Background: an optimization exercise with open tools, aiming at small area and a short achievable clock period. Do not read the settings as production practice. Function was checked by simulation only, so behaviour that the tests miss may differ from the original.

Design ecc80_codec, start of the top module:
module ecc80_codec (
    input  wire        clk,
    input  wire        rst,
    input  wire        enc_valid_i,
    input  wire [63:0] enc_data_i,
    output reg         enc_valid_o,
    output reg  [15:0] enc_check_o,
    input  wire        dec_valid_i,
    input  wire [79:0] dec_cw_i,
    output reg         dec_valid_o,
    output reg  [63:0] dec_data_o,
    output reg  [15:0] dec_check_o,
    output reg  [1:0]  dec_err_o
);
For scale: about 360 flip-flops, about 250 I/O pins.
==> flow/config.mk <==
export PLATFORM = sky130hd
export DESIGN_NAME = ecc80_codec
export DESIGN_NICKNAME = ecc80_codec
export VERILOG_FILES = /design/flow/design.v
export SDC_FILE = /design/flow/constraint.sdc
export NUM_CORES = 4
export LEC_CHECK = 0
export CAP_MARGIN = 20
export CORE_MARGIN = 2
export CORE_UTILIZATION = 55
export PLACE_DENSITY = 0.7
export SLEW_MARGIN = 70
==> flow/constraint.sdc <==
create_clock -name core_clock -period 22.0 [get_ports {clk}]
set_input_delay 4.4000 -clock core_clock [delete_from_list [all_inputs] [get_ports {clk}]]
set_output_delay 4.4000 -clock core_clock [all_outputs]
set_load 0.01 [all_outputs]
standard.sh (not shown) runs the stock make flow with config.mk's settings and CLKGATE_MAP_FILE= SYNTH_SCRIPT=/design/flow/synth_recipe.tcl, a recipe that flattens the netlist after the stock synthesis.
==> flow/flow/run.sh <==
#!/bin/bash
# The standard layout (the standard.sh), with four changes:
#  - synthesis maps the logic with flow/abc_map.script (an area-oriented ABC
#    mapping: dch, map -a, then ABC's own buffering and sizing) in place of
#    ORFS's abc_speed.script. It runs on a copy of ORFS's scripts folder in
#    which only abc_speed.script is replaced; flip-flops are mapped before ABC
#    runs, so the registers are exactly those of the standard synthesis;
#  - synthesis runs without Yosys's extract_fa (ADDER_MAP_FILE empty), so the
#    parity and GF(2^7) logic is not cut into half-adder cells before ABC;
#  - clock tree synthesis runs without dummy loads (-dont_use_dummy_load);
#  - the buffers that buffer_ports puts on every input and output port are
#    sky130_fd_sc_hd__buf_1 instead of the cell OpenROAD picks by default.
# Each make call's whole output goes to its own log in the work folder
# (synth.log, standard.log); ORFS also keeps each step's log under orfs/logs/.
set -euo pipefail
cd "$(dirname "$0")/.."
rm -rf synth_scripts
cp -r "$FLOW_HOME/scripts" synth_scripts
cp flow/abc_map.script synth_scripts/abc_speed.script
bash standard.sh "ADDER_MAP_FILE=" "SCRIPTS_DIR=$PWD/synth_scripts" synth > synth.log 2>&1
bash standard.sh "ADDER_MAP_FILE=" "BUFFER_PORTS_ARGS=-buffer_cell sky130_fd_sc_hd__buf_1" \
    "CTS_ARGS=-sink_clustering_enable -repair_clock_nets -dont_use_dummy_load -sink_clustering_size 25 -sink_clustering_max_diameter 70" finish > standard.log 2>&1
==> flow/flow/abc_map.script <==
strash
dch
map -a
topo
stime -c
buffer -c
upsize -c
dnsize -c
The first run ran to the end with no violations.
Edit:
--- a/flow/flow/run.sh
+++ b/flow/flow/run.sh
@@ -8,5 +8,6 @@
 #  - synthesis runs without Yosys's extract_fa (ADDER_MAP_FILE empty), so the
 #    parity and GF(2^7) logic is not cut into half-adder cells before ABC;
-#  - clock tree synthesis runs without dummy loads (-dont_use_dummy_load);
+#  - clock tree synthesis runs without dummy loads (-dont_use_dummy_load),
+#    with sink clusters of at most 25 sinks and 70 um;
 #  - the buffers that buffer_ports puts on every input and output port are
 #    sky130_fd_sc_hd__buf_1 instead of the cell OpenROAD picks by default.
--- a/flow/config.mk
+++ b/flow/config.mk
@@ -10,3 +10,3 @@
 export CORE_UTILIZATION = 55
 export PLACE_DENSITY = 0.7
-export SLEW_MARGIN = 70
+export SLEW_MARGIN = 40
The changed run ran to the end with no violations.
Via count decreases by 1.4%.
Die area is unchanged.
Register-to-register slack got worse by 550 ps.
Setup slack degrades by 440 ps.
Count of clock-buffer cells in the layout does not change.
Fmax fell by 7.0%.
Cell area went down by 3.0%.
Global-route usage is about the same.
Flip-flop and latch count is unchanged.

what the ideal ports hide:
Ports are ideal in the flow. The routed layouts listed here were re-timed in OpenROAD. Step 1 (the two cells are an assumption about what drives the block):
set clk [get_ports {clk}]
set_driving_cell -lib_cell sky130_fd_sc_hd__clkbuf_16 $clk
set_driving_cell -lib_cell sky130_fd_sc_hd__buf_2 [delete_from_list [all_inputs] $clk]
Step 2 moves the port delays by t, midway between the first and last clock arrival at a register: inputs arrive t later, outputs are due t later. That takes back most of the time a late clock gives input paths. a / b / c = ideal / step 1 / step 2; a / b = the first two.
run	t (ns)	setup WS [ns]	worst slew at a driven data input, ns
the first run	0.561	16.224 / 16.244 / 15.682	0.06
the second run	0.563	15.786 / 15.786 / 15.438	0.07
After both steps every run listed still meets setup and hold. The setup slack of the first run, which loses most, moves by +0.020 ns with the drivers and by -0.542 ns with both steps.
